Context: an optimization exercise on an open-source flow, tuned for small area, a short achievable clock period and few clock cycles per item. The choices shown serve that exercise and are no tape-out recipe. Only the layout flow was run in this run; the RTL was not checked for function there.

<file path="design/flow/flow/run.sh">
#!/bin/bash
# Own layout flow: the standard ORFS flow (standard.sh), except that
#  - synthesis maps the combinational logic with the ABC script in
#    flow/abc.script instead of ORFS's (registers are mapped before ABC, as
#    in the standard synthesis), and
#  - the ORFS make variables in flow/make_args.txt (one per line) are added:
#    a setup margin for repair_timing, so the design is sized for a shorter
#    achieved period than the 12 ns clock, and the buffer cell for the port
#    buffers.
# The clock period, SDC and everything else are the standard flow's.
set -euo pipefail
W=$PWD
cat > "$W/own_synth.tcl" <<EOF2
proc abc {args} {
  set i [lsearch -exact \$args -script]
  if {\$i >= 0} { set args [lreplace \$args [expr {\$i + 1}] [expr {\$i + 1}] $W/flow/abc.script] }
  puts "own_synth: abc with \$args"
  yosys abc {*}\$args
}
source $W/synth_recipe.tcl
EOF2
sed "s#SYNTH_SCRIPT=[^ ]*#SYNTH_SCRIPT=$W/own_synth.tcl#" standard.sh > own_standard.sh
grep -q "own_synth.tcl" own_standard.sh
ARGS=()
while IFS= read -r line; do
  [[ -n "$line" && "$line" != \#* ]] && ARGS+=("$line")
done < "$W/flow/make_args.txt"
bash own_standard.sh "${ARGS[@]}" finish > "$W/flow_make.log" 2>&1
</file>
<file path="design/flow/flow/abc.script">
&get -n
&st
&dch
&nf
&put
</file>
<file path="design/flow/flow/make_args.txt">
SETUP_SLACK_MARGIN=8.0
BUFFER_PORTS_ARGS=-buffer_cell sky130_fd_sc_hd__buf_1
</file>
<file path="design/flow/standard.sh">
#!/bin/bash
# synth_recipe.tcl (not shown) runs the flow's synth.tcl, then flattens the netlist and writes it again
# the make line also repeats each setting of config.mk as NAME=value (left out here)
make -C /OpenROAD-flow-scripts/flow DESIGN_CONFIG=/design/flow/config.mk WORK_HOME=/design/flow/orfs CLKGATE_MAP_FILE= SYNTH_SCRIPT=/design/flow/synth_recipe.tcl "${@:-finish}"
</file>
<file path="design/flow/config.mk">
export PLATFORM = sky130hd
export DESIGN_NAME = aes_cell
export DESIGN_NICKNAME = aes_cell
export VERILOG_FILES = /design/flow/design.v
export SDC_FILE = /design/flow/constraint.sdc
export NUM_CORES = 8
export LEC_CHECK = 0
export CAP_MARGIN = 20
export CORE_MARGIN = 2
export CORE_UTILIZATION = 40
export PLACE_DENSITY = 0.6
export SLEW_MARGIN = 20
</file>
<file path="design/flow/constraint.sdc">
create_clock -name core_clock -period 12.0 [get_ports {clk}]
set_input_delay 2.4000 -clock core_clock [delete_from_list [all_inputs] [get_ports {clk}]]
set_output_delay 2.4000 -clock core_clock [all_outputs]
set_load 0.01 [all_outputs]
</file>
<file path="design/flow/design.v">
module aes_sbox_a (
    input  wire [7:0]  a,
    output wire [17:0] m      
);
    wire U0, U1, U2, U3, U4, U5, U6, U7;
    wire T1, T2, T3, T4, T5, T6, T7, T8, T9, T10, T11, T12, T13, T14, T15, T16, T17, T18, T19, T20, T21, T22, T23, T24, T25, T26, T27, M1, M2, M3, M4, M5, M6, M7, M8, M9, M10, M11, M12, M13, M14, M15, M16, M17, M18, M19, M20, M21, M22, M23, M24, M25, M26, M27, M28, M29, M30, M31, M32, M33, M34, M35, M36, M37, M38, M39, M40, M41, M42, M43, M44, M45, M46, M47, M48, M49, M50, M51, M52, M53, M54, M55, M56, M57, M58, M59, M60, M61, M62, M63;
    assign {U0, U1, U2, U3, U4, U5, U6, U7} = a;
    assign T1 = U0 ^ U3;
    assign T2 = U0 ^ U5;
    assign T3 = U0 ^ U6;
    assign T4 = U3 ^ U5;
    assign T5 = U4 ^ U6;
    assign T6 = T1 ^ T5;
    assign T7 = U1 ^ U2;
    assign T8 = U7 ^ T6;
    assign T9 = U7 ^ T7;
    assign T10 = T6 ^ T7;
    assign T11 = U1 ^ U5;
    assign T12 = U2 ^ U5;
    assign T13 = T3 ^ T4;
    assign T14 = T6 ^ T11;
    assign T15 = T5 ^ T11;
    assign T16 = T5 ^ T12;
    assign T17 = T9 ^ T16;
    assign T18 = U3 ^ U7;
    assign T19 = T7 ^ T18;
    assign T20 = T1 ^ T19;
    assign T21 = U6 ^ U7;
    assign T22 = T7 ^ T21;
    assign T23 = T2 ^ T22;
    assign T24 = T2 ^ T10;
    assign T25 = T20 ^ T17;
    assign T26 = T3 ^ T16;
    assign T27 = T1 ^ T12;
    assign M1 = T13 & T6;
    assign M2 = T23 & T8;
    assign M3 = T14 ^ M1;
    assign M4 = T19 & U7;
    assign M5 = M4 ^ M1;
    assign M6 = T3 & T16;
    assign M7 = T22 & T9;
    assign M8 = T26 ^ M6;
    assign M9 = T20 & T17;
    assign M10 = M9 ^ M6;
    assign M11 = T1 & T15;
    assign M12 = T4 & T27;
    assign M13 = M12 ^ M11;
    assign M14 = T2 & T10;
    assign M15 = M14 ^ M11;
    assign M16 = M3 ^ M2;
    assign M17 = M5 ^ T24;
    assign M18 = M8 ^ M7;
    assign M19 = M10 ^ M15;
    assign M20 = M16 ^ M13;
    assign M21 = M17 ^ M15;
    assign M22 = M18 ^ M13;
    assign M23 = M19 ^ T25;
    assign M24 = M22 ^ M23;
    assign M25 = M22 & M20;
    assign M26 = M21 ^ M25;
    assign M27 = M20 ^ M21;
    assign M28 = M23 ^ M25;
    assign M29 = M28 & M27;
    assign M30 = M26 & M24;
    assign M31 = M20 & M23;
    assign M32 = M27 & M31;
    assign M33 = M27 ^ M25;
    assign M34 = M21 & M22;
    assign M35 = M24 & M34;
    assign M36 = M24 ^ M25;
    assign M37 = M21 ^ M29;
    assign M38 = M32 ^ M33;
    assign M39 = M23 ^ M30;
    assign M40 = M35 ^ M36;
    assign M41 = M38 ^ M40;
    assign M42 = M37 ^ M39;
    assign M43 = M37 ^ M38;
    assign M44 = M39 ^ M40;
    assign M45 = M42 ^ M41;
    assign M46 = M44 & T6;
    assign M47 = M40 & T8;
    assign M48 = M39 & U7;
    assign M49 = M43 & T16;
    assign M50 = M38 & T9;
    assign M51 = M37 & T17;
    assign M52 = M42 & T15;
    assign M53 = M45 & T27;
    assign M54 = M41 & T10;
    assign M55 = M44 & T13;
    assign M56 = M40 & T23;
    assign M57 = M39 & T19;
    assign M58 = M43 & T3;
    assign M59 = M38 & T22;
    assign M60 = M37 & T20;
    assign M61 = M42 & T1;
    assign M62 = M45 & T4;
    assign M63 = M41 & T2;
    assign m = {M46, M47, M48, M49, M50, M51, M52, M53, M54, M55, M56, M57, M58, M59, M60, M61, M62, M63};
endmodule
module aes_sbox_b (
    input  wire [17:0] m,
    output wire [7:0]  ye
);
    wire M46, M47, M48, M49, M50, M51, M52, M53, M54, M55, M56, M57, M58, M59, M60, M61, M62, M63;
    assign {M46, M47, M48, M49, M50, M51, M52, M53, M54, M55, M56, M57, M58, M59, M60, M61, M62, M63} = m;
    wire L0, L1, L2, L3, L4, L5, L6, L7, L8, L9, L10, L11, L12, L13, L14, L15, L16, L17, L18, L19, L20, L21, L22, L23, L24, L25, L26, L27, L28, L29, S0, S1, S2, S3, S4, S5, S6, S7;
    assign L0 = M61 ^ M62;
    assign L1 = M50 ^ M56;
    assign L2 = M46 ^ M48;
    assign L3 = M47 ^ M55;
    assign L4 = M54 ^ M58;
    assign L5 = M49 ^ M61;
    assign L6 = M62 ^ L5;
    assign L7 = M46 ^ L3;
    assign L8 = M51 ^ M59;
    assign L9 = M52 ^ M53;
    assign L10 = M53 ^ L4;
    assign L11 = M60 ^ L2;
    assign L12 = M48 ^ M51;
    assign L13 = M50 ^ L0;
    assign L14 = M52 ^ M61;
    assign L15 = M55 ^ L1;
    assign L16 = M56 ^ L0;
    assign L17 = M57 ^ L1;
    assign L18 = M58 ^ L8;
    assign L19 = M63 ^ L4;
    assign L20 = L0 ^ L1;
    assign L21 = L1 ^ L7;
    assign L22 = L3 ^ L12;
    assign L23 = L18 ^ L2;
    assign L24 = L15 ^ L9;
    assign L25 = L6 ^ L10;
    assign L26 = L7 ^ L9;
    assign L27 = L8 ^ L10;
    assign L28 = L11 ^ L14;
    assign L29 = L11 ^ L17;
    assign S0 = L6 ^ L24;
    assign S1 = ~(L16 ^ L26);
    assign S2 = ~(L19 ^ L28);
    assign S3 = L6 ^ L21;
    assign S4 = L20 ^ L22;
    assign S5 = L25 ^ L29;
    assign S6 = ~(L13 ^ L27);
    assign S7 = ~(L6 ^ L23);
    assign ye = {S0, S1, S2, S3, S4, S5, S6, S7};
endmodule
module aes_sbox_bd (
    input  wire [17:0] m,
    output wire [7:0]  ye,
    output wire [7:0]  yd
);
    wire M46, M47, M48, M49, M50, M51, M52, M53, M54, M55, M56, M57, M58, M59, M60, M61, M62, M63;
    assign {M46, M47, M48, M49, M50, M51, M52, M53, M54, M55, M56, M57, M58, M59, M60, M61, M62, M63} = m;
    wire L0, L1, L2, L3, L4, L5, L6, L7, L8, L9, L10, L11, L12, L13, L14, L15, L16, L17, L18, L19, L20, L21, L22, L23, L24, L25, L26, L27, L28, L29, S0, S1, S2, S3, S4, S5, S6, S7;
    assign L0 = M61 ^ M62;
    assign L1 = M50 ^ M56;
    assign L2 = M46 ^ M48;
    assign L3 = M47 ^ M55;
    assign L4 = M54 ^ M58;
    assign L5 = M49 ^ M61;
    assign L6 = M62 ^ L5;
    assign L7 = M46 ^ L3;
    assign L8 = M51 ^ M59;
    assign L9 = M52 ^ M53;
    assign L10 = M53 ^ L4;
    assign L11 = M60 ^ L2;
    assign L12 = M48 ^ M51;
    assign L13 = M50 ^ L0;
    assign L14 = M52 ^ M61;
    assign L15 = M55 ^ L1;
    assign L16 = M56 ^ L0;
    assign L17 = M57 ^ L1;
    assign L18 = M58 ^ L8;
    assign L19 = M63 ^ L4;
    assign L20 = L0 ^ L1;
    assign L21 = L1 ^ L7;
    assign L22 = L3 ^ L12;
    assign L23 = L18 ^ L2;
    assign L24 = L15 ^ L9;
    assign L25 = L6 ^ L10;
    assign L26 = L7 ^ L9;
    assign L27 = L8 ^ L10;
    assign L28 = L11 ^ L14;
    assign L29 = L11 ^ L17;
    assign S0 = L6 ^ L24;
    assign S1 = ~(L16 ^ L26);
    assign S2 = ~(L19 ^ L28);
    assign S3 = L6 ^ L21;
    assign S4 = L20 ^ L22;
    assign S5 = L25 ^ L29;
    assign S6 = ~(L13 ^ L27);
    assign S7 = ~(L6 ^ L23);
    assign ye = {S0, S1, S2, S3, S4, S5, S6, S7};
    assign yd[7] = M49 ^ M51 ^ M52 ^ M54 ^ M58 ^ M59 ^ M61 ^ M62;
    assign yd[6] = M47 ^ M48 ^ M49 ^ M50 ^ M52 ^ M54 ^ M55 ^ M56 ^ M59 ^ M60 ^ M61 ^ M63;
    assign yd[5] = M47 ^ M48 ^ M49 ^ M50 ^ M52 ^ M54 ^ M56 ^ M57 ^ M58 ^ M60 ^ M61 ^ M62;
    assign yd[4] = M46 ^ M48 ^ M52 ^ M54 ^ M58 ^ M59 ^ M61 ^ M62;
    assign yd[3] = M46 ^ M48 ^ M50 ^ M51 ^ M52 ^ M53 ^ M56 ^ M57 ^ M58 ^ M59 ^ M61 ^ M63;
    assign yd[2] = M46 ^ M47 ^ M50 ^ M51 ^ M52 ^ M54 ^ M58 ^ M59 ^ M61 ^ M62;
    assign yd[1] = M49 ^ M50 ^ M52 ^ M53 ^ M58 ^ M59 ^ M61 ^ M62;
    assign yd[0] = M55 ^ M57 ^ M61 ^ M63;
endmodule
module aes_ain (
    input  wire [7:0] a,
    output wire [7:0] y
);
    assign y[7] = a[6] ^ a[4] ^ a[1];
    assign y[6] = a[5] ^ a[3] ^ a[0];
    assign y[5] = a[7] ^ a[4] ^ a[2];
    assign y[4] = a[6] ^ a[3] ^ a[1];
    assign y[3] = a[5] ^ a[2] ^ a[0];
    assign y[2] = ~(a[7] ^ a[4] ^ a[1]);
    assign y[1] = a[6] ^ a[3] ^ a[0];
    assign y[0] = ~(a[7] ^ a[5] ^ a[2]);
endmodule
module aes_mc (input wire [31:0] a, output wire [31:0] y);
    wire t0, t1, t2, t3, t4, t5, t6, t7, t8, t9, t10, t11, t12, t13, t14, t15, t16, t17, t18, t19, t20, t21, t22, t23, t24, t25, t26, t27, t28, t29, t30, t31, t32, t33, t34, t35, t36, t37, t38, t39, t40, t41, t42, t43, t44, t45, t46, t47, t48, t49, t50, t51, t52, t53, t54, t55, t56, t57, t58, t59, t60, t61, t62, t63, t64, t65, t66, t67, t68, t69, t70, t71, t72, t73, t74, t75, t76, t77, t78, t79, t80, t81, t82, t83, t84, t85, t86, t87, t88, t89, t90, t91, t92, t93, t94, t95, t96, t97, t98, t99, t100, t101, t102, t103, t104, t105, t106, t107;
    assign t0 = a[31] ^ a[7];
    assign t1 = a[15] ^ a[23];
    assign t2 = a[15] ^ a[7];
    assign t3 = a[23] ^ a[31];
    assign t4 = a[16] ^ a[24];
    assign t5 = a[17] ^ a[25];
    assign t6 = a[10] ^ a[18];
    assign t7 = a[11] ^ a[19];
    assign t8 = a[2] ^ a[26];
    assign t9 = a[12] ^ a[20];
    assign t10 = a[27] ^ a[3];
    assign t11 = a[13] ^ a[21];
    assign t12 = a[28] ^ a[4];
    assign t13 = a[14] ^ a[22];
    assign t14 = a[29] ^ a[5];
    assign t15 = a[30] ^ a[6];
    assign t16 = a[0] ^ a[8];
    assign t17 = a[1] ^ a[9];
    assign t18 = a[8] ^ t0;
    assign t19 = t4 ^ t18;
    assign t20 = a[0] ^ a[24];
    assign t21 = a[9] ^ t0;
    assign t22 = t20 ^ t5;
    assign t23 = t21 ^ t22;
    assign t24 = a[1] ^ a[25];
    assign t25 = a[26] ^ t24;
    assign t26 = t6 ^ t25;
    assign t27 = a[27] ^ t0;
    assign t28 = t7 ^ t8;
    assign t29 = t27 ^ t28;
    assign t30 = a[28] ^ t0;
    assign t31 = t10 ^ t9;
    assign t32 = t30 ^ t31;
    assign t33 = a[29] ^ t11;
    assign t34 = t12 ^ t33;
    assign t35 = a[30] ^ t13;
    assign t36 = t14 ^ t35;
    assign t37 = a[31] ^ t1;
    assign t38 = t15 ^ t37;
    assign t39 = a[0] ^ t2;
    assign t40 = t4 ^ t39;
    assign t41 = a[1] ^ t16;
    assign t42 = t2 ^ t5;
    assign t43 = t41 ^ t42;
    assign t44 = a[18] ^ t17;
    assign t45 = t8 ^ t44;
    assign t46 = a[10] ^ a[19];
    assign t47 = a[2] ^ t10;
    assign t48 = t2 ^ t46;
    assign t49 = t47 ^ t48;
    assign t50 = a[11] ^ a[20];
    assign t51 = a[3] ^ t12;
    assign t52 = t2 ^ t50;
    assign t53 = t51 ^ t52;
    assign t54 = a[12] ^ a[21];
    assign t55 = a[4] ^ t14;
    assign t56 = t54 ^ t55;
    assign t57 = a[13] ^ a[22];
    assign t58 = a[5] ^ t15;
    assign t59 = t57 ^ t58;
    assign t60 = a[14] ^ a[23];
    assign t61 = a[6] ^ t0;
    assign t62 = t60 ^ t61;
    assign t63 = a[24] ^ t1;
    assign t64 = t16 ^ t63;
    assign t65 = a[16] ^ a[25];
    assign t66 = a[8] ^ t1;
    assign t67 = t17 ^ t65;
    assign t68 = t66 ^ t67;
    assign t69 = a[10] ^ a[17];
    assign t70 = a[9] ^ t69;
    assign t71 = t8 ^ t70;
    assign t72 = a[11] ^ t1;
    assign t73 = t10 ^ t6;
    assign t74 = t72 ^ t73;
    assign t75 = a[12] ^ t1;
    assign t76 = t12 ^ t7;
    assign t77 = t75 ^ t76;
    assign t78 = a[13] ^ t14;
    assign t79 = t9 ^ t78;
    assign t80 = a[14] ^ t11;
    assign t81 = t15 ^ t80;
    assign t82 = a[15] ^ t0;
    assign t83 = t13 ^ t82;
    assign t84 = a[16] ^ t16;
    assign t85 = t3 ^ t84;
    assign t86 = a[17] ^ t17;
    assign t87 = t3 ^ t4;
    assign t88 = t86 ^ t87;
    assign t89 = a[2] ^ t5;
    assign t90 = t6 ^ t89;
    assign t91 = a[18] ^ a[26];
    assign t92 = a[3] ^ t3;
    assign t93 = t7 ^ t91;
    assign t94 = t92 ^ t93;
    assign t95 = a[19] ^ a[27];
    assign t96 = a[4] ^ t3;
    assign t97 = t9 ^ t95;
    assign t98 = t96 ^ t97;
    assign t99 = a[20] ^ a[28];
    assign t100 = a[5] ^ t11;
    assign t101 = t99 ^ t100;
    assign t102 = a[21] ^ a[29];
    assign t103 = a[6] ^ t102;
    assign t104 = t13 ^ t103;
    assign t105 = a[22] ^ a[30];
    assign t106 = a[7] ^ t1;
    assign t107 = t105 ^ t106;
    assign y[0] = t19;
    assign y[1] = t23;
    assign y[2] = t26;
    assign y[3] = t29;
    assign y[4] = t32;
    assign y[5] = t34;
    assign y[6] = t36;
    assign y[7] = t38;
    assign y[8] = t40;
    assign y[9] = t43;
    assign y[10] = t45;
    assign y[11] = t49;
    assign y[12] = t53;
    assign y[13] = t56;
    assign y[14] = t59;
    assign y[15] = t62;
    assign y[16] = t64;
    assign y[17] = t68;
    assign y[18] = t71;
    assign y[19] = t74;
    assign y[20] = t77;
    assign y[21] = t79;
    assign y[22] = t81;
    assign y[23] = t83;
    assign y[24] = t85;
    assign y[25] = t88;
    assign y[26] = t90;
    assign y[27] = t94;
    assign y[28] = t98;
    assign y[29] = t101;
    assign y[30] = t104;
    assign y[31] = t107;
endmodule
module aes_imc_ain (input wire [31:0] a, output wire [31:0] y);
    wire t0, t1, t2, t3, t4, t5, t6, t7, t8, t9, t10, t11, t12, t13, t14, t15, t16, t17, t18, t19, t20, t21, t22, t23, t24, t25, t26, t27, t28, t29, t30, t31, t32, t33, t34, t35, t36, t37, t38, t39, t40, t41, t42, t43, t44, t45, t46, t47, t48, t49, t50, t51, t52, t53, t54, t55, t56, t57, t58, t59, t60, t61, t62, t63, t64, t65, t66, t67, t68, t69, t70, t71, t72, t73, t74, t75, t76, t77, t78, t79, t80, t81, t82, t83, t84, t85, t86, t87, t88, t89, t90, t91, t92, t93, t94, t95, t96, t97, t98, t99, t100, t101, t102, t103, t104, t105, t106, t107, t108, t109, t110, t111, t112, t113, t114, t115, t116, t117, t118, t119, t120, t121, t122, t123, t124, t125, t126, t127, t128, t129, t130, t131, t132, t133, t134, t135, t136, t137, t138, t139, t140, t141, t142, t143, t144, t145, t146, t147, t148, t149, t150, t151, t152, t153, t154, t155, t156, t157, t158, t159, t160, t161, t162, t163, t164, t165, t166, t167, t168, t169, t170, t171, t172, t173, t174, t175, t176, t177, t178, t179, t180, t181, t182, t183, t184, t185, t186, t187, t188, t189, t190, t191, t192, t193, t194, t195, t196, t197, t198, t199, t200, t201, t202, t203, t204, t205, t206, t207, t208, t209, t210;
    assign t0 = a[18] ^ a[21];
    assign t1 = a[10] ^ a[13];
    assign t2 = a[26] ^ a[29];
    assign t3 = a[2] ^ a[5];
    assign t4 = a[23] ^ a[7];
    assign t5 = a[11] ^ a[14];
    assign t6 = a[19] ^ a[22];
    assign t7 = a[15] ^ a[31];
    assign t8 = a[27] ^ a[30];
    assign t9 = a[3] ^ a[6];
    assign t10 = a[0] ^ a[4];
    assign t11 = a[24] ^ a[28];
    assign t12 = a[16] ^ a[20];
    assign t13 = a[12] ^ a[8];
    assign t14 = a[9] ^ t1;
    assign t15 = a[25] ^ t2;
    assign t16 = a[1] ^ t3;
    assign t17 = a[17] ^ t0;
    assign t18 = t7 ^ t9;
    assign t19 = t4 ^ t5;
    assign t20 = t13 ^ t8;
    assign t21 = t10 ^ t6;
    assign t22 = a[12] ^ t16;
    assign t23 = t12 ^ t15;
    assign t24 = a[28] ^ t17;
    assign t25 = a[20] ^ t14;
    assign t26 = a[21] ^ t11;
    assign t27 = a[14] ^ a[9];
    assign t28 = t21 ^ t7;
    assign t29 = a[17] ^ a[22];
    assign t30 = t6 ^ t8;
    assign t31 = a[30] ^ t13;
    assign t32 = a[8] ^ t16;
    assign t33 = a[16] ^ t14;
    assign t34 = t12 ^ t17;
    assign t35 = a[1] ^ a[6];
    assign t36 = t10 ^ t8;
    assign t37 = a[13] ^ t12;
    assign t38 = a[25] ^ t3;
    assign t39 = t20 ^ t4;
    assign t40 = a[25] ^ t21;
    assign t41 = a[14] ^ a[30];
    assign t42 = a[17] ^ t11;
    assign t43 = a[14] ^ t18;
    assign t44 = t5 ^ t7;
    assign t45 = a[11] ^ t38;
    assign t46 = t19 ^ t22;
    assign t47 = t0 ^ t11;
    assign t48 = a[31] ^ t2;
    assign t49 = t27 ^ t47;
    assign t50 = a[22] ^ a[6];
    assign t51 = a[9] ^ t6;
    assign t52 = a[3] ^ t29;
    assign t53 = a[15] ^ t1;
    assign t54 = t31 ^ t45;
    assign t55 = a[0] ^ t23;
    assign t56 = a[24] ^ t17;
    assign t57 = a[29] ^ t24;
    assign t58 = a[4] ^ t18;
    assign t59 = a[1] ^ t20;
    assign t60 = t25 ^ t26;
    assign t61 = t32 ^ t9;
    assign t62 = a[29] ^ a[30];
    assign t63 = a[5] ^ t15;
    assign t64 = a[19] ^ t35;
    assign t65 = a[15] ^ a[24];
    assign t66 = t19 ^ t9;
    assign t67 = a[27] ^ t49;
    assign t68 = a[23] ^ t18;
    assign t69 = a[0] ^ a[25];
    assign t70 = a[19] ^ t62;
    assign t71 = t69 ^ t70;
    assign t72 = t37 ^ t68;
    assign t73 = t71 ^ t22;
    assign t74 = t73 ^ t72;
    assign t75 = a[20] ^ t10;
    assign t76 = t2 ^ t41;
    assign t77 = t52 ^ t76;
    assign t78 = t16 ^ t75;
    assign t79 = t77 ^ t78;
    assign t80 = a[24] ^ t0;
    assign t81 = t16 ^ t80;
    assign t82 = t36 ^ t68;
    assign t83 = t81 ^ t82;
    assign t84 = a[7] ^ a[31];
    assign t85 = t84 ^ t11;
    assign t86 = t85 ^ t40;
    assign t87 = t61 ^ t86;
    assign t88 = a[4] ^ a[9];
    assign t89 = t4 ^ t88;
    assign t90 = t89 ^ t23;
    assign t91 = t61 ^ t90;
    assign t92 = a[2] ^ t48;
    assign t93 = t36 ^ t52;
    assign t94 = t93 ^ t92;
    assign t95 = t33 ^ t94;
    assign t96 = a[22] ^ a[1];
    assign t97 = t1 ^ t96;
    assign t98 = t36 ^ t97;
    assign t99 = t66 ^ t98;
    assign t100 = t57 ^ t99;
    assign t101 = a[18] ^ t11;
    assign t102 = t62 ^ t101;
    assign t103 = t102 ^ t28;
    assign t104 = t103 ^ t46;
    assign t105 = a[27] ^ a[8];
    assign t106 = a[5] ^ a[31];
    assign t107 = t35 ^ t106;
    assign t108 = t105 ^ t19;
    assign t109 = t107 ^ t108;
    assign t110 = t109 ^ t60;
    assign t111 = a[28] ^ t50;
    assign t112 = t14 ^ t111;
    assign t113 = t112 ^ t54;
    assign t114 = a[0] ^ t13;
    assign t115 = t48 ^ t14;
    assign t116 = t114 ^ t115;
    assign t117 = t66 ^ t116;
    assign t118 = a[15] ^ a[7];
    assign t119 = t10 ^ t118;
    assign t120 = t5 ^ t119;
    assign t121 = t33 ^ t120;
    assign t122 = t59 ^ t121;
    assign t123 = t42 ^ t44;
    assign t124 = t123 ^ t33;
    assign t125 = t22 ^ t124;
    assign t126 = a[7] ^ a[10];
    assign t127 = t9 ^ t126;
    assign t128 = t127 ^ t56;
    assign t129 = t54 ^ t128;
    assign t130 = t5 ^ t0;
    assign t131 = t51 ^ t31;
    assign t132 = t130 ^ t131;
    assign t133 = t58 ^ t63;
    assign t134 = t132 ^ t133;
    assign t135 = a[26] ^ a[5];
    assign t136 = a[6] ^ t135;
    assign t137 = t136 ^ t39;
    assign t138 = t28 ^ t25;
    assign t139 = t138 ^ t137;
    assign t140 = a[16] ^ a[3];
    assign t141 = a[7] ^ a[13];
    assign t142 = t27 ^ t140;
    assign t143 = t141 ^ t142;
    assign t144 = t143 ^ t28;
    assign t145 = t144 ^ t57;
    assign t146 = a[4] ^ t1;
    assign t147 = t41 ^ t64;
    assign t148 = t146 ^ t147;
    assign t149 = t34 ^ t148;
    assign t150 = a[8] ^ a[7];
    assign t151 = t150 ^ t6;
    assign t152 = t3 ^ t44;
    assign t153 = t151 ^ t34;
    assign t154 = t152 ^ t153;
    assign t155 = a[23] ^ t13;
    assign t156 = t65 ^ t9;
    assign t157 = t156 ^ t51;
    assign t158 = t155 ^ t34;
    assign t159 = t157 ^ t158;
    assign t160 = t4 ^ t40;
    assign t161 = t56 ^ t25;
    assign t162 = t160 ^ t161;
    assign t163 = a[18] ^ t5;
    assign t164 = t64 ^ t163;
    assign t165 = t53 ^ t164;
    assign t166 = t165 ^ t55;
    assign t167 = a[17] ^ a[6];
    assign t168 = t2 ^ t167;
    assign t169 = t30 ^ t168;
    assign t170 = t37 ^ t169;
    assign t171 = t46 ^ t170;
    assign t172 = a[2] ^ t37;
    assign t173 = t43 ^ t39;
    assign t174 = t172 ^ t24;
    assign t175 = t173 ^ t174;
    assign t176 = a[11] ^ a[21];
    assign t177 = a[4] ^ t29;
    assign t178 = t65 ^ t176;
    assign t179 = t178 ^ t177;
    assign t180 = t63 ^ t39;
    assign t181 = t179 ^ t180;
    assign t182 = a[12] ^ t50;
    assign t183 = t15 ^ t182;
    assign t184 = t183 ^ t67;
    assign t185 = a[16] ^ t4;
    assign t186 = t11 ^ t185;
    assign t187 = t30 ^ t53;
    assign t188 = t15 ^ t187;
    assign t189 = t186 ^ t188;
    assign t190 = a[23] ^ a[31];
    assign t191 = t190 ^ t5;
    assign t192 = t8 ^ t42;
    assign t193 = t191 ^ t192;
    assign t194 = t55 ^ t193;
    assign t195 = a[0] ^ t7;
    assign t196 = t195 ^ t15;
    assign t197 = t59 ^ t24;
    assign t198 = t196 ^ t197;
    assign t199 = a[23] ^ a[26];
    assign t200 = t199 ^ t6;
    assign t201 = t200 ^ t32;
    assign t202 = t67 ^ t201;
    assign t203 = t30 ^ t38;
    assign t204 = t203 ^ t43;
    assign t205 = t204 ^ t60;
    assign t206 = a[10] ^ a[22];
    assign t207 = t206 ^ t26;
    assign t208 = t19 ^ t58;
    assign t209 = t207 ^ t23;
    assign t210 = t209 ^ t208;
    assign y[0] = ~t74;
    assign y[1] = t79;
    assign y[2] = ~t83;
    assign y[3] = t87;
    assign y[4] = t91;
    assign y[5] = t95;
    assign y[6] = t100;
    assign y[7] = t104;
    assign y[8] = ~t110;
    assign y[9] = t113;
    assign y[10] = ~t117;
    assign y[11] = t122;
    assign y[12] = t125;
    assign y[13] = t129;
    assign y[14] = t134;
    assign y[15] = t139;
    assign y[16] = ~t145;
    assign y[17] = t149;
    assign y[18] = ~t154;
    assign y[19] = t159;
    assign y[20] = t162;
    assign y[21] = t166;
    assign y[22] = t171;
    assign y[23] = t175;
    assign y[24] = ~t181;
    assign y[25] = t184;
    assign y[26] = ~t189;
    assign y[27] = t194;
    assign y[28] = t198;
    assign y[29] = t202;
    assign y[30] = t205;
    assign y[31] = t210;
endmodule
module aes_sbox_bk (
    input  wire [17:0] m,      
    input  wire [7:0]  k,
    output wire [7:0]  ye,
    output wire [7:0]  ydk
);
    wire M46, M47, M48, M49, M50, M51, M52, M53, M54, M55, M56, M57, M58, M59, M60, M61, M62, M63;
    assign {M46, M47, M48, M49, M50, M51, M52, M53, M54, M55, M56, M57, M58, M59, M60, M61, M62, M63} = m;
    wire q0, q1, q2, q3, q4, q5, q6, q7, q8, q9, q10, q11, q12, q13, q14, q15, q16, q17, q18, q19, q20, q21, q22, q23, q24, q25, q26, q27, q28, q29, q30, q31, q32, q33, q34, q35, q36, q37, q38, q39, q40, q41, q42, q43, q44, q45, q46, q47, q48, q49, q50, q51, q52, q53, q54, q55, q56, q57, q58, q59, q60, q61, q62, q63, q64, q65, q66, q67;
    assign q0 = M61 ^ M62;
    assign q1 = M58 ^ q0;
    assign q2 = M50 ^ M56;
    assign q3 = M59 ^ q1;
    assign q4 = M52 ^ M54;
    assign q5 = M49 ^ q2;
    assign q6 = M46 ^ M48;
    assign q7 = M61 ^ M63;
    assign q8 = M55 ^ q0;
    assign q9 = M52 ^ M53;
    assign q10 = M60 ^ q4;
    assign q11 = M47 ^ M48;
    assign q12 = M46 ^ M47;
    assign q13 = M58 ^ q7;
    assign q14 = q5 ^ q8;
    assign q15 = M51 ^ q2;
    assign q16 = M53 ^ M54;
    assign q17 = M55 ^ q7;
    assign q18 = M50 ^ M51;
    assign q19 = M49 ^ M51;
    assign q20 = M57 ^ q6;
    assign q21 = q1 ^ q5;
    assign q22 = q9 ^ q14;
    assign q23 = M56 ^ q9;
    assign q24 = q12 ^ q23;
    assign q25 = q8 ^ q24;
    assign q26 = q6 ^ q10;
    assign q27 = q13 ^ q26;
    assign q28 = q12 ^ q14;
    assign q29 = q11 ^ q8;
    assign q30 = q15 ^ q29;
    assign q31 = M60 ^ q16;
    assign q32 = q20 ^ q31;
    assign q33 = q32 ^ q21;
    assign q34 = q18 ^ q16;
    assign q35 = q34 ^ q3;
    assign q36 = q6 ^ q19;
    assign q37 = q36 ^ q3;
    assign q38 = k[7] ^ q4;
    assign q39 = q19 ^ q38;
    assign q40 = q39 ^ q3;
    assign q41 = M59 ^ k[6];
    assign q42 = q41 ^ q11;
    assign q43 = q17 ^ q42;
    assign q44 = q5 ^ q10;
    assign q45 = q43 ^ q44;
    assign q46 = k[5] ^ M57;
    assign q47 = q11 ^ q46;
    assign q48 = q10 ^ q47;
    assign q49 = q21 ^ q48;
    assign q50 = k[4] ^ q6;
    assign q51 = q4 ^ q50;
    assign q52 = q51 ^ q3;
    assign q53 = k[3] ^ M59;
    assign q54 = q53 ^ q9;
    assign q55 = q13 ^ q54;
    assign q56 = q15 ^ q20;
    assign q57 = q55 ^ q56;
    assign q58 = k[2] ^ q4;
    assign q59 = q18 ^ q12;
    assign q60 = q58 ^ q59;
    assign q61 = q60 ^ q3;
    assign q62 = k[1] ^ M49;
    assign q63 = M50 ^ q62;
    assign q64 = q9 ^ q63;
    assign q65 = q64 ^ q3;
    assign q66 = k[0] ^ M57;
    assign q67 = q66 ^ q17;
    assign ye[7] = q22;
    assign ye[6] = ~q25;
    assign ye[5] = ~q27;
    assign ye[4] = q28;
    assign ye[3] = q30;
    assign ye[2] = q33;
    assign ye[1] = ~q35;
    assign ye[0] = ~q37;
    assign ydk[7] = q40;
    assign ydk[6] = q45;
    assign ydk[5] = q49;
    assign ydk[4] = q52;
    assign ydk[3] = q57;
    assign ydk[2] = q61;
    assign ydk[1] = q65;
    assign ydk[0] = q67;
endmodule
module aes_cell (
    input  wire         clk,
    input  wire         rst,           
    input  wire         in_valid,
    output wire         in_ready,
    input  wire         in_decrypt,    
    input  wire         in_key256,     
    input  wire [255:0] in_key,
    input  wire [127:0] in_block,
    output reg          out_valid,
    output reg  [127:0] out_block
);
    function [7:0] xt;
        input [7:0] a;
        xt = {a[6:0], 1'b0} ^ (a[7] ? 8'h1b : 8'h00);
    endfunction
    function [7:0] xtinv;       
        input [7:0] a;
        xtinv = a[0] ? ({1'b1, a[7:1]} ^ 8'h0d) : {1'b0, a[7:1]};
    endfunction
    function [127:0] shiftrows;
        input [127:0] s;
        integer i;
        begin
            for (i = 0; i < 16; i = i + 1)
                shiftrows[127 - 8 * i -: 8] = s[127 - 8 * ((i % 4) + 4 * (((i / 4) + (i % 4)) % 4)) -: 8];
        end
    endfunction
    function [127:0] invshiftrows;
        input [127:0] s;
        integer i;
        begin
            for (i = 0; i < 16; i = i + 1)
                invshiftrows[127 - 8 * i -: 8] = s[127 - 8 * ((i % 4) + 4 * (((i / 4) + 4 - (i % 4)) % 4)) -: 8];
        end
    endfunction
    reg  [127:0] q_st, q_kt;
    reg  [255:0] q_kw;
    reg  [31:0]  q_ks;
    reg          q_ks1;         
    reg          q_busy, q_dec, q_k256, q_pre, q_par;
    reg          q_done;        
    reg  [3:0]   q_cnt;
    reg  [7:0]   q_rc;
    reg  [1:0]   q_tag;
    reg  [287:0] p_m;           
    reg  [71:0]  p_km;          
    reg  [255:0] p_kw;
    reg          p_busy, p_dec, p_k256, p_pre, p_par, p_done;
    reg          p_last, p_lastpre;    
    reg          p_nxt;                
    reg  [3:0]   p_cnt;
    reg  [7:0]   p_rc;
    reg  [1:0]   p_tag;
    genvar g;
    wire [127:0] x1 = q_st ^ q_kt;
    wire [31:0]  ks1 = q_ks1 ? q_kw[31:0] : q_ks;
    wire [287:0] m1;
    wire [71:0]  km1;
    generate
        for (g = 0; g < 16; g = g + 1) begin : g_s1
            aes_sbox_a u_sa (.a(x1[127 - 8 * g -: 8]), .m(m1[287 - 18 * g -: 18]));
        end
        for (g = 0; g < 4; g = g + 1) begin : g_k1
            aes_sbox_a u_ka (.a(ks1[31 - 8 * g -: 8]), .m(km1[71 - 18 * g -: 18]));
        end
    endgenerate
    always @(posedge clk) begin
        p_m    <= {m1[287:128], (q_pre || q_done) ? q_st : m1[127:0]};
        p_done <= q_done;
        p_last    <= q_last;
        p_lastpre <= (q_cnt == (q_k256 ? 4'd13 : 4'd10));
        p_nxt     <= (q_tag == rd_nx);
        p_km   <= km1;
        p_kw   <= q_kw;
        p_dec  <= q_dec;
        p_k256 <= q_k256;
        p_pre  <= q_pre;
        p_par  <= q_par;
        p_cnt  <= q_cnt;
        p_rc   <= q_rc;
        p_tag  <= q_tag;
    end
    wire [127:0] sbe;           
    wire [127:0] dk;            
    wire [31:0]  ks_sub;
    generate
        for (g = 0; g < 16; g = g + 1) begin : g_s2
            aes_sbox_bk u_sb (.m(p_m[287 - 18 * g -: 18]), .k(p_kw[255 - 8 * g -: 8]),
                              .ye(sbe[127 - 8 * g -: 8]), .ydk(dk[127 - 8 * g -: 8]));
        end
        for (g = 0; g < 4; g = g + 1) begin : g_k2
            aes_sbox_b u_kb (.m(p_km[71 - 18 * g -: 18]), .ye(ks_sub[31 - 8 * g -: 8]));
        end
    endgenerate
    wire [31:0] h0 = p_kw[255:224], h1 = p_kw[223:192], h2 = p_kw[191:160], h3 = p_kw[159:128];
    wire [31:0] l0 = p_kw[127:96],  l1 = p_kw[95:64],   l2 = p_kw[63:32],   l3 = p_kw[31:0];
    wire [31:0] ks_t = p_par ? {ks_sub[23:16] ^ p_rc, ks_sub[15:0], ks_sub[31:24]} : ks_sub;
    wire [31:0] h01 = h0 ^ h1, h012 = h01 ^ h2, h0123 = h012 ^ h3;
    wire [127:0] kf = {h0 ^ ks_t, h01 ^ ks_t, h012 ^ ks_t, h0123 ^ ks_t};
    wire [31:0] b0 = p_k256 ? l0 : h0, b1 = p_k256 ? l1 : h1, b2 = p_k256 ? l2 : h2, b3 = p_k256 ? l3 : h3;
    wire [127:0] kb = {b0 ^ ks_t, b1 ^ b0, b2 ^ b1, b3 ^ b2};
    wire [127:0] mc, dnext_s;
    generate
        for (g = 0; g < 4; g = g + 1) begin : g_mix
            aes_mc      u_mc  (.a(sbe[127 - 32 * g -: 32]), .y(mc[127 - 32 * g -: 32]));
            aes_imc_ain u_imc (.a(dk[127 - 32 * g -: 32]),  .y(dnext_s[127 - 32 * g -: 32]));
        end
    endgenerate
    wire [127:0] dnext = invshiftrows(dnext_s);
    wire [127:0] blk_s = invshiftrows(invshiftrows(p_m[127:0]));
    wire [127:0] blk_a;
    generate
        for (g = 0; g < 16; g = g + 1) begin : g_ain_blk
            aes_ain u_ain (.a(blk_s[127 - 8 * g -: 8]), .y(blk_a[127 - 8 * g -: 8]));
        end
    endgenerate
    wire [127:0] kf_s = invshiftrows(kf);
    wire [127:0] kf_a0;
    generate
        for (g = 0; g < 16; g = g + 1) begin : g_ain
            aes_ain u_ain (.a(kf_s[127 - 8 * g -: 8]), .y(kf_a0[127 - 8 * g -: 8]));
        end
    endgenerate
    wire [127:0] kf_a = kf_a0 ^ {16{8'h05}};
    wire last    = p_last;
    wire lastpre = p_lastpre;
    wire fin     = p_busy && !p_pre && !p_done && last;    
    wire q_last  = (q_cnt == (q_k256 ? 4'd14 : 4'd10));
    reg    rdy;
    assign in_ready = rdy;
    wire   accept   = in_ready && in_valid;
    wire c_pass = !in_ready && p_done;                             
    wire c_hold = !in_ready && !p_done && hold;                    
    wire c_run  = !in_ready && !p_done && !hold;                   
    wire c_pre  = c_run && p_pre && !lastpre;                      
    wire c_last = c_run && p_pre && lastpre;                       
    wire c_dec  = c_run && !p_pre && p_dec;                        
    wire c_enc  = c_run && !p_pre && !p_dec;                       
    wire c_fwd  = c_pre || c_last || c_enc;                        
    always @(posedge clk) begin
        if (in_ready) begin
            q_dec  <= in_decrypt;
            q_k256 <= in_key256;
            q_pre  <= in_decrypt;
            q_par  <= 1'b1;
            q_cnt  <= 4'd1;
            q_rc   <= 8'h01;
            q_tag  <= wr_tag;
            q_done <= 1'b0;
            q_ks1  <= in_key256;
        end else begin
            q_done <= p_done || hold;
            q_dec  <= p_dec;
            q_k256 <= p_k256;
            q_tag  <= p_tag;
            q_cnt  <= c_last ? 4'd1 : p_cnt + 4'd1;
            q_par  <= c_last ? 1'b1 : p_k256 ? !p_par : p_par;
            q_pre  <= p_pre && !c_last;
            q_ks1  <= 1'b0;
            q_rc   <= p_rc;
            if (c_last && !p_k256)                 q_rc <= xtinv(p_rc);
            else if ((c_pre || c_enc) && p_par)    q_rc <= xt(p_rc);
            else if (c_dec && p_par)               q_rc <= xtinv(p_rc);
        end
    end
    wire k_new  = in_ready;
    wire k_fwd  = !in_ready && (p_pre || !p_dec);                   
    wire k_last = !in_ready && p_pre && lastpre;                    
    wire k_dec  = !in_ready && !p_pre && p_dec;                     
    wire k_enc  = !in_ready && !p_pre && !p_dec;                    
    wire [127:0] st_early = in_ready ? shiftrows(in_block) : c_last ? blk_a : p_m[127:0];
    wire [127:0] kh_early = k_new ? in_key[255:128] : (k_fwd && (p_k256 || k_last)) ? p_kw[127:0] : p_kw[255:128];
    wire [127:0] kl_early = k_new ? in_key[127:0] : k_dec ? p_kw[255:128] : p_kw[127:0];
    wire         kh_kf    = k_fwd && !(p_k256 || k_last);        
    wire         kl_kf    = k_fwd;                                
    wire [127:0] kt_early = k_new ? shiftrows(in_key[255:128]) : (k_enc && p_k256) ? shiftrows(p_kw[127:0]) : 128'h0;
    wire         kt_kf    = k_enc && !p_k256;
    wire [31:0]  ks_early = k_new ? in_key[159:128] : k_last ? (p_k256 ? l3 : (h3 ^ h2))
                          : (p_k256 ? (l3 ^ l2) : (h3 ^ h1));
    wire         ks_kf    = k_fwd && !k_last;
    always @(posedge clk) begin
        q_st <= ({128{c_dec}}  & dnext)
              | ({128{c_enc}}  & shiftrows(mc))
              | ({128{c_hold}} & res)
              | ({128{!(c_dec || c_enc || c_hold)}} & st_early);
        q_kw <= {({128{kh_kf}} & kf) | ({128{k_dec}} & kb) | ({128{!(kh_kf || k_dec)}} & kh_early),
                 ({128{kl_kf}} & kf) | ({128{!kl_kf}} & kl_early)};
        q_kt <= ({128{k_last}} & kf_a) | ({128{kt_kf}} & shiftrows(kf)) | ({128{!(k_last || kt_kf)}} & kt_early);
        q_ks <= ({32{ks_kf}} & kf[31:0]) | ({32{!ks_kf}} & ks_early);
    end
    reg  [127:0] rb;
    reg          rb_v;
    reg  [1:0]   rb_tag;
    reg  [1:0]   rd_tag, wr_tag;
    reg  [1:0]   n_open;        
    wire [127:0] ek0     = sbe ^ (p_k256 ? p_kw[127:0] : {h0, h01, h012, h0123});
    wire [127:0] ek      = ek0 ^ ({4{ks_t}} & {128{!p_k256}});
    wire [127:0] res     = p_dec ? dk : ek;
    wire         p_next  = p_nxt;
    wire         byp     = fin && p_next;                       
    wire         from_p  = p_busy && p_done && p_next;          
    wire         from_rb = rb_v && (rb_tag == rd_tag);
    wire         to_rb   = fin && !p_next && !rb_v;
    wire         hold    = fin && !p_next && rb_v;              
    wire         load    = byp || from_p || from_rb;
    wire         p_free  = !p_busy || byp || to_rb || from_p;   
    wire [1:0]   rd_nx   = rd_tag + (load ? 2'd1 : 2'd0);
    wire         rb_v_nx = to_rb || (rb_v && !from_rb);
    wire [1:0]   n_open_nx = n_open + (accept ? 2'd1 : 2'd0) - (load ? 2'd1 : 2'd0);
    wire         q_fin   = q_busy && !q_pre && !q_done && q_last;
    wire         q_free  = !q_busy || (q_fin && (q_tag == rd_nx || !rb_v_nx))
                                   || (q_done && q_tag == rd_nx);
    always @(posedge clk) begin
        out_block <= ({128{byp && !p_dec}} & ek) | ({128{byp && p_dec}} & dk)
                   | ({128{!byp}} & (from_rb ? rb : p_m[127:0]));
        if (to_rb) begin
            rb     <= res;
            rb_tag <= p_tag;
        end
    end
    always @(posedge clk) begin
        if (rst) begin
            q_busy    <= 1'b0;
            p_busy    <= 1'b0;
            rb_v      <= 1'b0;
            rd_tag    <= 2'd0;
            wr_tag    <= 2'd0;
            n_open    <= 2'd0;
            rdy       <= 1'b1;
            out_valid <= 1'b0;
        end else begin
            p_busy    <= q_busy;
            q_busy    <= in_ready ? in_valid : (p_busy && !p_free);
            if (accept) wr_tag <= wr_tag + 2'd1;
            rd_tag    <= rd_nx;
            out_valid <= load;
            n_open    <= n_open_nx;
            rb_v      <= rb_v_nx;
            rdy       <= q_free && (n_open_nx != 2'd3);
        end
    end
endmodule
</file>
==> impl_summary.txt <==
----------------------------------------------------
[Synthesis]
  Synthesized netlist cell count ... 10712
  Yosys Warn Count ... 1
  Yosys reg bits ... 1471
  Synth area leaders ... dfxtp_1, xnor2_1, xor2_1
  Most frequent cell after synthesis ... xnor2_1
  Syn_nets ... around 11000
  Post-synth EDFFs ... 130
  Portion of the post-synthesis area used by sequential elements ... between 30% and 40%
  Most used flip-flop cell after synthesis ... dfxtp_1
  Top post-synthesis cells by count ... xnor2_1, dfxtp_1, xor2_1
  Post-synthesis async set-or-reset flop share ... 0%
  Share of the synthesized area in the top cell type ... approximately 28%
  Biggest area consumer among synthesized cells ... dfxtp_1
  Average footprint of a synthesized cell ... 9.05 µm²
  Unique cell type count in the Yosys netlist ... 51
  Synth Cell Area ... 97000 µm²

[Clocking]
  Clock root cell ... clkbuf_16
  Clock Latency Late Sink ... just under 0.9 ns
  Post-cts hold buffer count ... 0
  CTS buffer count ... about 180
  TritonCTS clock tree ... built
  Number of clock sinks seen by CTS ... about 1500
  Clock buffer depth ... 3
  H-Tree Level Count ... 4
  Clock-pin slew of the registers on the worst-case setup and hold paths ... roughly 0.060 ns

[Final layout]
  Fraction of final layout cells with drive strength greater than 1 ... around 15%
  Area growth syn-to-layout ... 25.3%
  Count of nets after finishing ... between 10000 and 15000
  Non-Filler Instances ... 15344
  Number of fillers in the final layout ... 22634

[Hold path]
  Worst min-delay path class ... flip-flop to flip-flop
  Start point of the worst hold path ... q_kw[210]
  Number of cells on the worst hold path ... 0
  Endpoint with the worst hold slack ... p_kw[210]

[Drt]
  Residual antenna-violating net count after detailed routing ... 0
  Count of unresolved DRC violations after routing ... 0
  First-pass iteration count of the detailed router ... 11
  DR vias ... approximately 93000
  Wire length per cell after detailed routing ... about 38 µm
  Routed vias/inst ... between 6 and 7
  Number of DRC markers in iteration 0 ... 14771
  WL final ... around 600 mm

[STA]
  Setup-failing EPs final ... 0
  RSZ-0062 raised after global routing ... true
  Max Clock Freq ... between 200 and 250 MHz
  Minimum period implied by the final worst setup slack ... roughly 4.2 ns
  Max transition margin ... under 10%
  Least setup slack across all paths after layout ... a little under 8 ns
  Number of hold-slack violations in the final timing report ... 0
  Period utilization ... 34.8%
  Worst-Margin Slew ... approximately 1.4 ns
  Max-slew violation count ... 0
  Final clock skew ... 0.0581 ns

[Worst setup path]
  Cells along the critical path ... xor2_1 > xnor2_1 > xor2_4 > xnor2_2 > xnor2_1 > o21bai_1 > a21oi_1 > a21oi_1 > nor2_1 > a21oi_1
  Max incr delay on CP ... about 0.9 ns
  Required arrival time at the worst endpoint ... between 10 and 15 ns
  Register-to-Register Path Depth ... 10
  Worst path arrival time ... ~5 ns
  Dominant cell type by count on the critical path ... a21oi_1
  Worst reg2reg setup slack ... about 7.8 ns
  Crit Path Category ... flip-flop to flip-flop
  Crit path capture type ... flip-flop
  Setup crit start kind ... flip-flop
  Critical path's slowest cell ... xnor2_2
  Launch instance of the worst register-to-register path ... p_m[164]
  Highest net fanout along the worst path ... 6
  Capture instance of the worst register-to-register path ... out_block[72]

[Floorplan]
  Area enclosed by the die boundary ... ~250000 µm²
  Core Footprint ... roughly 240000 µm²
  Standard-cell rows ... between 150 and 200
  Starting density of the core ... 40.3%
  Die span in y ... slightly below 500 µm
  Top-Level Pins ... about 520
  Horizontal die dimension ... approximately 500 µm

[Flow run]
  Max-cap violations ... 0

[Status]
  Status ... timing/DRC/antenna clean

[GRT]
  Number of global-route vias before repair ... roughly 87000
  GR Overflow Total ... 0
  Pin count of the biggest net entering global routing ... ~150
  Initial antenna violation count ... 85
  Wire length of the first global-routing pass ... just under 800 mm
  GRT Overall Usage ... a little under half

[Placed design]
  Worst slack at placement ... around 6.6 ns
  GPL Wtd Cong ... 1.11
  Placed Cells incl. Taps ... 14805
  Number of buffers inserted by port buffering ... 518
  Final HPWL from detailed placement ... 469 mm

----------------------------------------------------
==> worst max path at each step <==
| stage | start | end | slack, ns |
|---|---|---|---|
| floorplan | rdy | q_kw[160] | -6.58 |
| global placement | q_st[36] | p_m[82] | 6.52 |
| detailed placement | q_st[36] | p_m[82] | 6.57 |
| CTS | p_km[20] | q_st[50] | 7.79 |
| global route | p_m[2] | q_st[116] | 7.77 |
| finish | p_m[164] | out_block[72] | 7.83 |
==> cell families after synthesis <==
kind of cell             share of synthesized area, %
buffers and inverters                           0.673
AO/OA/AOI/OAI                                    16.1
multiplexers                                     2.92
AND/OR/NAND/NOR                                  7.07
adder cells (fa/ha/maj)                         0.568
flip-flops                                       31.7
XOR/XNOR                                         41.0
==> state kept, by name, indices dropped and copies added (netlist names), 2 cells and up <==
register and count:
p_m 288, p_kw 256, q_kw 256, out_block 128, q_kt 128, q_st 128
rb 128, p_km 72, q_ks 32, p_rc 8, q_rc 8, p_cnt 4
q_cnt 4, n_open 2, p_tag 2, q_tag 2, rb_tag 2, rd_tag 2
wr_tag 2
==> final cells by class <==
type	count	area (µm²)	area share (%)
multi-input cells	9068	72900	60.0
flip-flops and latches	1471	31000	25.5
repair buffers	1065	6460	5.32
clock buffers	243	5120	4.22
well taps	3185	3990	3.28
clock inverters	92	1260	1.04
inverters	174	664	0.547
diodes	46	115	0.0947
==> cell usage in the layout (no fill, tap or decap), types with 46 or more instances in the layout <==
cell type	instances
a211oi_1	142
a21oi_1	763
a222oi_1	114
a22oi_1	129
buf_1	517
buf_4	512
clkbuf_16	184
clkinv_1	177
dfxtp_1	1202
dfxtp_2	118
diode_2	46
edfxtp_1	130
mux2i_1	199
nand2_1	594
nand3_1	47
nor2_1	853
nor2b_1	64
o211ai_1	75
o21ai_0	850
o21ai_1	97
o22ai_1	106
o31ai_1	93
xnor2_1	2587
xnor2_2	351
xnor2_4	65
xnor3_1	55
xor2_1	1124
xor2_2	158
xor2_4	54
==> stage by stage <==
stage	util (%)	TNS (ns)	hold WS, ns	area (µm²)
finish	50.5	0	0.295	122000
global route	50.4	0	0.300	121000
CTS	48.8	0	0.280	118000
detailed placement	44.4	0	0.312	107000
global placement	44.4	0	0.309	107000
floorplan	-	-957.32	0.310	97000
==> worst max-delay path, delay by kind of cell, from the launching register on <==
kind	cells	cell delay, ns
AOI/OAI and AO/OA	4	1.43
xor gates and xnor gates	5	2.19
DFF	1	0.33
and+or+nand+nor	1	0.07
==> repair_timing <==
| item | in CTS | in global routing |
|---|---|---|
| setup buffers | 49 | 105 |
| setup endpoints to repair | 875 | 360 |
| gates cloned | 3 | 1 |
| resized for setup | 640 | 444 |
| pin swaps | 24 | 67 |
==> layer usage <==
layer	vias up	global-route usage, %	wire [µm]
li1	39274	-	-
met1	45869	61.1	234000
met2	6583	64.6	237000
met3	1295	15.4	77300
met4	48	26.5	41600
met5	-	0	308

## static timing again, ports no longer ideal
Ports are ideal in the flow. The routed layout listed here was re-timed in OpenROAD.
Step 1 (the two cells are an assumption about what drives the block):
set clk [get_ports {clk}]
set_driving_cell -lib_cell sky130_fd_sc_hd__clkbuf_16 $clk
set_driving_cell -lib_cell sky130_fd_sc_hd__buf_2 [delete_from_list [all_inputs] $clk]
Step 2 also shifts input and output timing later by t, the mid clock arrival at the registers, as if the neighbouring blocks saw the same clock.
Slacks: ideal / step 1 / step 2; pairs: ideal / step 1.
t (ns): 0.953
slack for setup (ns): 7.828 / 7.828 / 7.755
slew at the worst register clock pin (ns): 0.07 / 0.07
worst data-port slew with drivers (ns): 0.22
cell pins on the clock port's net: 1
After both steps this run still meets setup and hold. The setup slack of this run moves by 0.000 ns with the drivers and by -0.073 ns with both steps.
